This design comes from an exercise in tuning for small area, a short achievable clock period and few clock cycles on the open sky130 flow, not from production work. In this exercise RTL edits were held to simulation tests only and were not proved equivalent to the original. Power is estimated from default activity; no workload was simulated.

===== config.mk =====
export PLATFORM = sky130hd
export DESIGN_NAME = ce_alu
export DESIGN_NICKNAME = ce_alu
export VERILOG_FILES = /design/flow/design.v
export SDC_FILE = /design/flow/constraint.sdc
export NUM_CORES = 4
export LEC_CHECK = 0
export CAP_MARGIN = 20
export CORE_MARGIN = 2
export CORE_UTILIZATION = 35
export SLEW_MARGIN = 20

===== constraint.sdc =====
create_clock -name core_clock -period 10.0 [get_ports {clk}]
set_input_delay 2.0000 -clock core_clock [delete_from_list [all_inputs] [get_ports {clk}]]
set_output_delay 2.0000 -clock core_clock [all_outputs]
set_load 0.01 [all_outputs]

===== design.v =====
module ce_alu (
    input  wire        clk,
    input  wire        rst,         
    input  wire        in_valid,
    output wire        in_ready,
    input  wire [7:0]  op,
    input  wire [1:0]  sz,          
    input  wire [31:0] a,           
    input  wire [31:0] b,           
    input  wire [31:0] c,           
    input  wire [4:0]  flags_in,    
    output reg         out_valid,
    output reg  [31:0] result,
    output reg  [4:0]  flags_out,
    output reg         wr_d,
    output reg  [1:0]  exc          
);
    localparam FC = 0, FV = 1, FZ = 2, FN = 3, FT = 4;
    localparam ST_NORM = 3'd0, ST_MUL = 3'd1, ST_MULC = 3'd2, ST_DIVB = 3'd3,
               ST_DIV  = 3'd4, ST_DIVF = 3'd5, ST_CRC = 3'd6;
    function automatic multi_op(input [7:0] o, input [1:0] s);
        multi_op = (s != 2'd3) &&
                   (((o[7:4] == 4'h1) && (o[3:0] >= 4'h4) && (o[3:0] <= 4'hA)) ||
                    (((o == 8'h37) || (o == 8'h38)) && (s != 2'd0)));
    endfunction
    reg        rdy;
    reg        v1;
    reg [2:0]  st;
    reg [4:0]  cnt;
    reg        neg_q_r, neg_r_r, mcorr_r, ym1;
    reg [7:0]  op1;
    reg [1:0]  sz1;
    reg [31:0] a1, b1, c1;
    reg [4:0]  f1;
    assign in_ready = rdy;
    wire [31:0] mask_in = (sz == 2'd0) ? 32'h0000_00FF :
                          (sz == 2'd1) ? 32'h0000_FFFF : 32'hFFFF_FFFF;
    wire        crc_in  = (op == 8'h37) || (op == 8'h38);
    wire s8  = (sz1 == 2'd0);
    wire s16 = (sz1 == 2'd1);
    wire [31:0] mask = s8 ? 32'h0000_00FF : s16 ? 32'h0000_FFFF : 32'hFFFF_FFFF;
    wire [4:0]  modmask = s8 ? 5'd7 : s16 ? 5'd15 : 5'd31;
    function automatic msb_at(input [31:0] x, input [1:0] s);
        msb_at = (s == 2'd0) ? x[7] : (s == 2'd1) ? x[15] : x[31];
    endfunction
    function automatic [31:0] sext(input [31:0] x, input [1:0] s);
        sext = (s == 2'd0) ? {{24{x[7]}}, x[7:0]} :
               (s == 2'd1) ? {{16{x[15]}}, x[15:0]} : x;
    endfunction
    wire        a_neg = msb_at(a1, sz1);
    wire        b_neg = msb_at(b1, sz1);
    wire [31:0] as32  = sext(a1, sz1);
    wire op_add  = (op1 == 8'h10) || (op1 == 8'h11);
    wire op_sub  = (op1 == 8'h12) || (op1 == 8'h13) || (op1 == 8'h1B) || (op1 == 8'h1C);
    wire op_mul  = (op1 == 8'h14) || (op1 == 8'h15) || (op1 == 8'h16);
    wire op_div  = (op1 >= 8'h17) && (op1 <= 8'h1A);
    wire op_log  = (op1 >= 8'h20) && (op1 <= 8'h25);
    wire op_sh   = (op1 >= 8'h26) && (op1 <= 8'h2A);
    wire op_bit  = (op1 >= 8'h30) && (op1 <= 8'h33);
    wire op_ffs  = (op1 == 8'h35);
    wire op_bsw  = (op1 == 8'h36);
    wire op_crc  = (op1 == 8'h37) || (op1 == 8'h38);
    wire legal   = (sz1 != 2'd3) &&
                   (op_add || op_sub || op_mul || op_div || op_log || op_sh ||
                    op_bit || op_ffs || op_bsw || op_crc);
    wire norm    = (st == ST_NORM);
    wire start   = norm && v1 && legal;        
    wire div_s   = (op1 == 8'h18) || (op1 == 8'h1A);
    wire d_quot  = (op1 == 8'h17) || (op1 == 8'h18);
    wire nq_c    = div_s && (a_neg ^ b_neg);
    wire nr_c    = div_s && a_neg;
    wire neg_q   = norm ? nq_c : neg_q_r;
    wire neg_r   = norm ? nr_c : neg_r_r;
    wire d_negout = d_quot ? neg_q : neg_r;     
    wire needabs = div_s && (a_neg || b_neg);
    wire bzero   = (b1 == 32'd0);
    wire        is_neg  = (op1 == 8'h1B);
    wire        ad_zx   = norm && (is_neg || op_div);
    wire [31:0] ad_x    = ad_zx ? 32'd0 : a1;
    wire [31:0] ad_ys   = ad_zx ? a1 : (st == ST_MULC) ? c1 : b1;
    wire        ad_inv  = norm ? (op_sub || (op_div && nr_c)) : (st == ST_DIV);
    wire [31:0] ad_y    = ad_ys ^ (ad_inv ? mask : 32'd0);
    wire        ad_ci   = norm ? ((op1 == 8'h11) ? f1[FC] :
                                  (op1 == 8'h13) ? ~f1[FC] : ad_inv)
                               : (st == ST_DIV);
    wire [32:0] ad_s    = {1'b0, ad_x} + {1'b0, ad_y} + {32'd0, ad_ci};
    wire [31:0] ad_r    = ad_s[31:0] & mask;
    wire        ad_co   = s8 ? ad_s[8] : s16 ? ad_s[16] : ad_s[32];
    wire        ad_c    = ad_co ^ op_sub;                
    wire        ad_v    = msb_at((ad_x ^ ad_r) & (ad_y ^ ad_r), sz1);
    wire        ng_f    = (st == ST_DIVF);
    wire [31:0] ng_x    = ng_f ? (d_quot ? c1 : a1) : b1;
    wire        ng_s    = ng_f ? 1'b1 : b_neg;
    wire [31:0] ng_r    = ((ng_x ^ {32{ng_s}}) + {31'd0, ng_s}) & mask;
    reg [31:0] lg_r;
    always @* begin
        case (op1[2:0])
            3'd0:    lg_r = a1 & b1;
            3'd1:    lg_r = a1 | b1;
            3'd2:    lg_r = a1 ^ b1;
            3'd3:    lg_r = a1 & ~b1;
            3'd4:    lg_r = ~a1 & mask;
            default: lg_r = a1;
        endcase
    end
    wire        dnorm_act = (st == ST_DIVB) || (norm && op_div);
    wire [4:0]  k       = b1[4:0];
    wire [4:0]  kr      = b1[4:0] & modmask;
    wire [31:0] rep     = s8 ? {4{a1[7:0]}} : s16 ? {2{a1[15:0]}} : a1;
    wire        is_shl  = (op1 == 8'h26);
    wire        sh_l    = dnorm_act || is_shl;
    wire        sh_rot  = (op1 == 8'h29) || (op1 == 8'h2A);
    wire        sh_sar  = (op1 == 8'h28);
    wire [4:0]  dnorm;
    wire [31:0] sl_x    = dnorm_act ? b1 : a1;
    reg  [31:0] fs_h, fs_l;
    reg  [4:0]  fs_s;
    always @* begin
        if (sh_l) begin
            fs_h = {1'b0, sl_x[31:1]};
            fs_l = {sl_x[0], 31'd0};
            fs_s = dnorm_act ? ~dnorm : ~k;
        end else if (sh_rot) begin
            fs_h = rep;
            fs_l = rep;
            fs_s = (op1 == 8'h29) ? (5'd0 - kr) : kr;
        end else begin
            fs_h = {32{sh_sar & a_neg}};
            fs_l = sh_sar ? as32 : a1;
            fs_s = k;
        end
    end
    wire [64:0] fw0 = {fs_h, fs_l, 1'b0};
    wire [48:0] fw1 = fs_s[4] ? fw0[64:16] : fw0[48:0];
    wire [40:0] fw2 = fs_s[3] ? fw1[48:8]  : fw1[40:0];
    wire [36:0] fw3 = fs_s[2] ? fw2[40:4]  : fw2[36:0];
    wire [34:0] fw4 = fs_s[1] ? fw3[36:2]  : fw3[34:0];
    wire [33:0] fs_out = fs_s[0] ? fw4[34:1] : fw4[33:0];
    wire [31:0] sh_r   = fs_out[32:1] & mask;
    reg         sh_c;
    always @* begin
        if (is_shl)
            sh_c = s8 ? fs_out[9] : s16 ? fs_out[17] : fs_out[33];
        else if (sh_rot)
            sh_c = (kr == 5'd0) ? 1'b0 :
                   (op1 == 8'h29) ? fs_out[1] : msb_at(fs_out[32:1], sz1);
        else
            sh_c = fs_out[0];
    end
    wire        is_btst = (op1 == 8'h30);
    wire [4:0]  bitn    = (is_btst ? b1[4:0] : a1[4:0]) & modmask;
    wire [31:0] bsrc    = is_btst ? a1 : c1;
    wire        bit_t   = bsrc[bitn];
    wire [31:0] onehot  = 32'd1 << bitn;
    reg  [31:0] bt_r;
    always @* begin
        case (op1[1:0])
            2'd1:    bt_r = c1 | onehot;
            2'd2:    bt_r = c1 & ~onehot;
            default: bt_r = c1 ^ onehot;
        endcase
    end
    reg [5:0] ffs_i;
    integer   q;
    always @* begin
        ffs_i = s8 ? 6'd8 : s16 ? 6'd16 : 6'd32;
        for (q = 31; q >= 0; q = q - 1)
            if (a1[q]) ffs_i = q[5:0];
    end
    wire ffs_z = s8 ? ffs_i[3] : s16 ? ffs_i[4] : ffs_i[5];
    wire [31:0] bsw_r = s8  ? {24'd0, a1[7:0]} :
                        s16 ? {16'd0, a1[7:0], a1[15:8]} :
                              {a1[7:0], a1[15:8], a1[23:16], a1[31:24]};
    function automatic [31:0] crc_byte(input [31:0] crc_in, input [7:0] d,
                                       input [31:0] poly);
        integer j;
        reg [31:0] cr;
        begin
            cr = crc_in ^ {24'd0, d};
            for (j = 0; j < 8; j = j + 1)
                cr = cr[0] ? ((cr >> 1) ^ poly) : (cr >> 1);
            crc_byte = cr;
        end
    endfunction
    wire [31:0] crc_c = crc_byte(a1, b1[7:0], 32'h82F6_3B78);
    wire [31:0] crc_e = crc_byte(a1, b1[7:0], 32'hEDB8_8320);
    wire [31:0] crc_r = op1[0] ? crc_c : crc_e;
    wire        mul_hs   = (op1 == 8'h16);
    wire [32:0] mx       = mul_hs ? {as32[31], as32} : {1'b0, a1};
    wire [31:0] macc     = norm ? 32'd0 : c1;
    wire        y_m1     = norm ? 1'b0 : ym1;
    function automatic [37:0] booth_pp(input [2:0] g, input [32:0] x);
        reg [37:0] xe;
        begin
            xe = {{5{x[32]}}, x};
            case (g)
                3'b001, 3'b010: booth_pp = xe;
                3'b011:         booth_pp = xe << 1;
                3'b100:         booth_pp = ~(xe << 1);
                3'b101, 3'b110: booth_pp = ~xe;
                default:        booth_pp = 38'd0;
            endcase
        end
    endfunction
    wire [2:0]  bg0  = {b1[1], b1[0], y_m1};
    wire [2:0]  bg1  = {b1[3], b1[2], b1[1]};
    wire        bn0  = bg0[2] & ~(bg0[1] & bg0[0]);
    wire        bn1  = bg1[2] & ~(bg1[1] & bg1[0]);
    wire [37:0] mt   = {{6{macc[31]}}, macc} + booth_pp(bg0, mx) +
                       {booth_pp(bg1, mx), 2'b00} + {35'd0, bn1, 2'b00} + {37'd0, bn0};
    wire [31:0] m_lo = {mt[3:0], b1[31:4]};
    wire [31:0] m_hi = mt[35:4];
    wire [31:0] m_res = (op1 == 8'h14) ? (s8 ? {24'd0, m_lo[31:24]} :
                                          s16 ? {16'd0, m_lo[31:16]} : m_lo)
                                       : (m_hi & mask);
    wire        mcorr_c = (op1 == 8'h15) && b_neg;    
    wire        mcorr   = norm ? mcorr_c : mcorr_r;
    wire        mul_last = (cnt == 5'd1);
    function automatic [5:0] lead(input [31:0] x);    
        integer i;
        begin
            lead = 6'd32;
            for (i = 0; i < 32; i = i + 1)
                if (x[i]) lead = i[5:0];
        end
    endfunction
    wire [5:0]  la      = lead(a1);
    wire [5:0]  lb      = lead(b1);
    wire [5:0]  ldiff   = la - lb;
    wire        qzero   = la[5] || ldiff[5];
    assign      dnorm   = ldiff[4:0];
    wire        dv_ge   = ad_co;                      
    wire [31:0] dv_q    = {c1[30:0], dv_ge};
    wire [31:0] dv_rm   = dv_ge ? ad_r : a1;
    reg [31:0] o_res;
    reg [4:0]  o_fl;      
    reg [4:0]  o_fm;      
    reg        o_wr;
    reg [1:0]  o_exc;
    reg        o_v;
    reg        o_ffs;
    reg [2:0]  st_n;
    reg [4:0]  cnt_n;
    always @* begin
        o_res = 32'd0;
        o_fl  = 5'd0;
        o_fm  = 5'b01111;
        o_wr  = 1'b1;
        o_exc = 2'd0;
        o_v   = 1'b0;
        o_ffs = 1'b0;
        st_n  = st;
        cnt_n = cnt;
        case (st)
            ST_NORM: if (v1) begin
                if (!legal) begin
                    o_v   = 1'b1;
                    o_fm  = 5'd0;
                    o_wr  = 1'b0;
                    o_exc = 2'd2;
                end else if (op_add || op_sub) begin
                    o_v   = 1'b1;
                    o_res = ad_r;
                    o_fl[FC] = ad_c;
                    o_fl[FV] = ad_v;
                    o_wr  = (op1 != 8'h1C);
                end else if (op_log) begin
                    o_v   = 1'b1;
                    o_res = lg_r;
                    o_wr  = (op1 != 8'h25);
                end else if (op_sh) begin
                    o_v   = 1'b1;
                    o_res = sh_r;
                    o_fl[FC] = sh_c;
                end else if (op_bit) begin
                    o_v   = 1'b1;
                    o_res = bt_r;
                    o_fl[FT] = bit_t;
                    o_fm  = 5'b10000;
                    o_wr  = !is_btst;
                end else if (op_ffs) begin
                    o_v   = 1'b1;
                    o_res = {26'd0, ffs_i};
                    o_ffs = 1'b1;
                    o_fm  = 5'b00100;
                end else if (op_bsw) begin
                    o_v   = 1'b1;
                    o_res = bsw_r;
                    o_fm  = 5'b01100;
                end else if (op_crc) begin
                    o_res = crc_r;
                    o_fm  = 5'b00000;
                    if (s8) o_v = 1'b1;
                    else begin
                        st_n  = ST_CRC;
                        cnt_n = s16 ? 5'd1 : 5'd3;
                    end
                end else if (op_mul) begin
                    st_n  = ST_MUL;
                    cnt_n = s8 ? 5'd1 : s16 ? 5'd3 : 5'd7;
                end else begin                          
                    if (bzero) begin
                        o_v   = 1'b1;
                        o_fm  = 5'd0;
                        o_wr  = 1'b0;
                        o_exc = 2'd1;
                    end else if (needabs) begin
                        st_n  = ST_DIVB;
                    end else if (qzero) begin           
                        o_v   = 1'b1;
                        o_res = d_quot ? 32'd0 : a1;
                    end else begin
                        st_n  = ST_DIV;
                        cnt_n = dnorm;
                    end
                end
            end
            ST_MUL: begin
                o_res = m_res;
                cnt_n = cnt - 5'd1;
                if (mul_last) begin
                    if (mcorr) st_n = ST_MULC;
                    else begin
                        o_v  = 1'b1;
                        st_n = ST_NORM;
                    end
                end
            end
            ST_MULC: begin
                o_v   = 1'b1;
                o_res = ad_r;
                st_n  = ST_NORM;
            end
            ST_DIVB: begin
                if (qzero) begin
                    if (d_quot || !neg_r) begin
                        o_v   = 1'b1;
                        o_res = d_quot ? 32'd0 : a1;
                        st_n  = ST_NORM;
                    end else
                        st_n  = ST_DIVF;
                end else begin
                    st_n  = ST_DIV;
                    cnt_n = dnorm;
                end
            end
            ST_DIV: begin
                o_res = d_quot ? dv_q : dv_rm;
                o_fl[FV] = (op1 == 8'h18) && msb_at(dv_q, sz1);
                cnt_n = cnt - 5'd1;
                if (cnt == 5'd0) begin
                    if (d_negout) st_n = ST_DIVF;
                    else begin
                        o_v  = 1'b1;
                        st_n = ST_NORM;
                    end
                end
            end
            ST_DIVF: begin
                o_v   = 1'b1;
                o_res = ng_r;
                st_n  = ST_NORM;
            end
            ST_CRC: begin
                o_res = crc_r;
                o_fm  = 5'b00000;
                cnt_n = cnt - 5'd1;
                if (cnt == 5'd1) begin
                    o_v  = 1'b1;
                    st_n = ST_NORM;
                end
            end
            default: st_n = ST_NORM;
        endcase
        o_fl[FZ] = o_ffs ? ffs_z : (o_res == 32'd0);
        o_fl[FN] = msb_at(o_res, sz1);
    end
    reg fin_n;
    always @* begin
        case (st_n)
            ST_NORM: fin_n = 1'b1;
            ST_MUL:  fin_n = (cnt_n == 5'd1) && !mcorr;
            ST_MULC: fin_n = 1'b1;
            ST_DIVB: fin_n = 1'b0;
            ST_DIV:  fin_n = (cnt_n == 5'd0) && !d_negout;
            ST_DIVF: fin_n = 1'b1;
            ST_CRC:  fin_n = (cnt_n == 5'd1);
            default: fin_n = 1'b1;
        endcase
    end
    always @(posedge clk) begin
        if (rst) begin
            st        <= ST_NORM;
            rdy       <= 1'b1;
            v1        <= 1'b0;
            out_valid <= 1'b0;
        end else begin
            st        <= st_n;
            cnt       <= cnt_n;
            rdy       <= rdy ? !(in_valid && multi_op(op, sz)) : fin_n;
            v1        <= rdy && in_valid;
            out_valid <= o_v;
        end
    end
    always @(posedge clk) begin
        result    <= o_res;
        flags_out <= (f1 & ~o_fm) | (o_fl & o_fm);
        wr_d      <= o_wr;
        exc       <= o_exc;
        if (norm) begin
            neg_q_r <= nq_c;
            neg_r_r <= nr_c;
            mcorr_r <= mcorr_c;
        end
        ym1 <= b1[3];
    end
    always @(posedge clk) begin
        if (rdy) begin
            op1 <= op;
            sz1 <= sz;
            a1  <= crc_in ? a : (a & mask_in);
            b1  <= b & mask_in;
            c1  <= c & mask_in;
            f1  <= flags_in;
        end else begin
            case (st)
                ST_NORM: begin
                    if (op_mul) begin
                        c1 <= m_hi;
                        b1 <= m_lo;
                    end else if (op_div) begin
                        if (needabs) begin
                            a1 <= ad_r;
                            b1 <= ng_r;
                        end else begin
                            b1 <= fs_out[32:1];
                            c1 <= 32'd0;
                        end
                    end else begin                   
                        a1 <= crc_r;
                        b1 <= {8'd0, b1[31:8]};
                    end
                end
                ST_MUL: begin
                    c1 <= m_hi;
                    b1 <= m_lo;
                end
                ST_DIVB: begin
                    b1 <= fs_out[32:1];
                    c1 <= 32'd0;
                end
                ST_DIV: begin
                    a1 <= dv_rm;
                    c1 <= dv_q;
                    b1 <= {1'b0, b1[31:1]};
                end
                ST_CRC: begin
                    a1 <= crc_r;
                    b1 <= {8'd0, b1[31:8]};
                end
                default: ;
            endcase
        end
    end
endmodule

===== run.sh =====
#!/bin/bash
# synth_recipe.tcl (not shown) runs the flow's synth.tcl, then flattens the netlist and writes it again
# the make line also repeats each setting of config.mk as NAME=value (left out here)
make -C /OpenROAD-flow-scripts/flow DESIGN_CONFIG=/design/flow/config.mk WORK_HOME=/design/flow/orfs CLKGATE_MAP_FILE= SYNTH_SCRIPT=/design/flow/synth_recipe.tcl finish

==> results.py <==
metrics = {
    "drt": {
        "viasPerCell": 7.626,
        "drt_iter0_drc": 11280,
        "wirelength_mm": 324.1,
        "drtPass1Iterations": 10,
        "ant_nets": 0,
        "drt-wirelength-per-cell_um": 47.00,
        "drc": 0,
        "vias": 52590,
    },
    "logic_synthesis": {
        "synth_top_cells_by_count": "nand2_1 (627), nor2_1 (516), o21ai_0 (455)",
        "syn_nets": 5725,
        "ys_ff_latch": 166,
        "avgSynthCellArea_um2": 6.897,
        "yosys_warnings": 1,
        "synth_top_area_share_pct": 9.428,
        "yosys-top-cells-area": "edfxtp_1 (9.4%), ha_1 (7.3%), nand2_1 (6.4%), o21ai_0 (6.2%), a21oi_1 (5.9%)",
        "netlist_instances": 5357,
        "async_flop_share_pct": 0,
        "synth_flop_cell": "edfxtp_1",
        "synth_area_leader_cell": "edfxtp_1",
        "synth_enable_flop_cells": 116,
        "ys_types": 115,
        "synth_area_mm2": 0.03695,
        "synth.most_common_cell": "nand2_1",
        "seq_area_frac_synth_pct": 12.14,
    },
    "global_route": {
        "overflow": 0,
        "grt_pass1_vias": 46510,
        "grt_usage_pct": 57.92,
        "grt_max_degree": 90,
        "grt_pass1_wl_mm": 424.3,
        "antenna_found_initial": 70,
    },
    "sta": {
        "finClkSkew_ps": 30.39,
        "tightest_slew_ps": 1398,
        "finalSetupTns_ps": -109.1,
        "fin_crit_sh_pct": 101.1,
        "fmax_mhz": 98.94,
        "layout_min_cycle_time_ps": 10110,
        "setup_violations": 2,
        "finalMaxSlewViolations": 0,
        "relSlewSlack_pct": 6.098,
        "fin_ws_ps": -107.4,
        "rsz0062_at_grt": "false",
        "hold_viol": 0,
    },
    "setup_path": {
        "cp_data_arrival_time_ps": 10580,
        "cpMostUsedCell": "a21oi_1",
        "slowest_stage": "nor2_4",
        "critPathKind": "reg2reg",
        "cp_data_required_time_ps": 10480,
        "cp-end-kind": "register",
        "critPathLaunchType": "register",
        "slowest_delay_ps": 740,
        "crit_fanout": 27,
    },
    "job": {
        "drv_cap": 0,
    },
    "pwr": {
        "power.density_mw_per_mm2": 122.4,
        "power_leakage_nw": 15.74,
        "ir_drop_mv": 0.1309,
    },
    "cells_and_area": {
        "drive_gt1_share_pct": 10.76,
        "layout.nets": 5794,
        "multiInputGateArea_mm2": 0.03014,
        "final_cell_area_mm2": 0.04231,
        "register_area_mm2": 0.004492,
        "n_fill_cell": 11160,
        "area_delta_synth_final_pct": 14.52,
    },
    "clock_tree": {
        "worstSkewPairLatency_ps": 580,
        "postCtsHoldBufs": 0,
        "cts_setup_buffers": 0,
        "clock-sinks": 166,
        "clk_pin_slew_ps": 100,
        "root_buffer": "clkbuf_16",
        "cts_buffer_depth": 2,
        "tritoncts": "built",
        "cts_htree_levels": 4,
        "cts_made_buffers": 17,
    },
    "floorplan": {
        "num_rows": 119,
        "core_area_mm2": 0.1050,
        "die_h_um": 328.9,
        "start_util_pct": 35.20,
        "die_x_um": 328.9,
        "ios": 156,
        "die-area_mm2": 0.1082,
    },
    "run_status": {
        "status": "complete, but fails checks",
        "failed_checks": "negative setup slack",
    },
    "place": {
        "dpl_cell_area_mm2": 0.04149,
        "dp_hpwl_mm": 243.9,
        "io_buffers": 155,
        "gp_congestion": 1.165,
    },
    "hold_path": {
        "hold_path.class": "reg2reg",
    },
}
[path summary, 6_finish.rpt]
kind | startpoint | end | slack, ps | cells after the start
max | a1[5] | flags_out[2] | -110 | 30
min | neg_q_r | neg_q_r | 460 | 2
max reg2reg | a1[5] | flags_out[2] | -110 | 30
min reg2reg | neg_q_r | neg_q_r | 460 | 2
[final cells by class]
type	instances	area share, %
repair buffers	533	10.45
clock buffers	20	1.106
multi-input cells	4500	71.23
well taps	1391	4.113
inverters	208	1.845
clock inverters	12	0.2454
diodes	66	0.3903
flip-flops and latches	166	10.62
[metal layers]
metal  wire [um]  GRT usage (%)
met1      113700          66.88
met2      122300          76.79
met3       50260          29.44
met4       37380          52.68
met5         557          1.174
[flip-flops by register name (all words and copies together), names as in the netlist]
signal and count:
op1 8, f1 5, rdy 1, cnt 5
v1 1, c1 32, neg_r_r 1, sz1 2
st 3, mcorr_r 1, ym1 1, wr_d 1
a1 32, b1 32, out_valid 1, flags_out 5
neg_q_r 1, result 32, exc 2
[worst max-delay path, delay by kind of cell, from the launching register on]
kind	cells	cell delay, ps
AOI/OAI and AO/OA	17	4550
adders and majority gates	1	360
buffers and inverters	3	990
DFF	1	410
muxes	3	1290
and+or+nand+nor	6	2370
[kinds of logic after synthesis]
group	after synthesis	share of synthesized area, %
AO/OA/AOI/OAI	2035	37.24
AND/OR/NAND/NOR	1714	21.13
buffers and inverters	691	7.254
XOR/XNOR	338	8.341
adder cells (fa/ha/maj)	254	9.394
flip-flops	166	12.14
multiplexers	159	4.511
[metrics by stage]
stage	utilization (%)	hold slack (ps)	std cells	power, mW	worst slack (ps)
after global placement	39.52	430.8	6792	4.077	315.6
after CTS	40.08	455.3	6824	4.850	482.8
final	40.31	462.0	6896	5.178	-107.4
after floorplan	-	413.1	5357	2.521	1515
after detailed placement	39.53	435.5	6792	4.070	528.1
after global routing	40.16	495.2	6836	5.143	25.02
[layout by cell type (no fill, tap or decap), drive strengths merged, types with 38 or more instances in the layout]
cell type        n
a211oi         125
fa              39
o21ai          469
clkdlybuf4s50  155
nand2          628
or3             43
o221ai          53
o22ai           61
nor2           519
mux2i          126
o211ai         159
dfxtp           50
nor4            47
nor3           121
a21o            40
diode           66
edfxtp         116
a22oi           53
ha             215
xor2            86
o31ai           44
a21oi          434
a221oi         122
nand3          122
inv            200
xnor2          244
nand2b          38
buf            377
a31oi           54
[timing repair]
item	4_1_cts	5_1_grt
setup endpoints to repair	0	1
gates resized for setup	0	2
endpoints found under the hold margin	0	0
[where the power goes]
group	total [mW]	switching, mW	internal (mW)	leakage [nW]
clock network	0.790	0.442	0.349	0.286
registers	0.829	0.0591	0.770	1.69
logic	3.56	2.56	1.00	13.8
total	5.18	3.06	2.12	15.7
Testbench counts, summed over its fixed seeds: cycles 5,834.

-- separate check: timing with driven ports --
No port has a modelled driver above. Below, the same layout with a new extraction and two added sets of constraints.
Step 1, drivers: a clkbuf_16 drives clk and a buf_2 each remaining input, both assumed.
Step 2 moves the port delays by t, midway between the first and last clock arrival at a register: inputs arrive t later, outputs are due t later. That takes back most of the time a late clock gives input paths.
Three values: ideal, step 1, step 2; two values: the first two.
t (ns): 0.655
setup slack, ns: -0.107 / -0.107 / -0.107
hold WS [ns]: 0.462 / 0.462 / 0.462
The setup slack of this run moves by 0.000 ns with the drivers and by 0.000 ns with both steps.
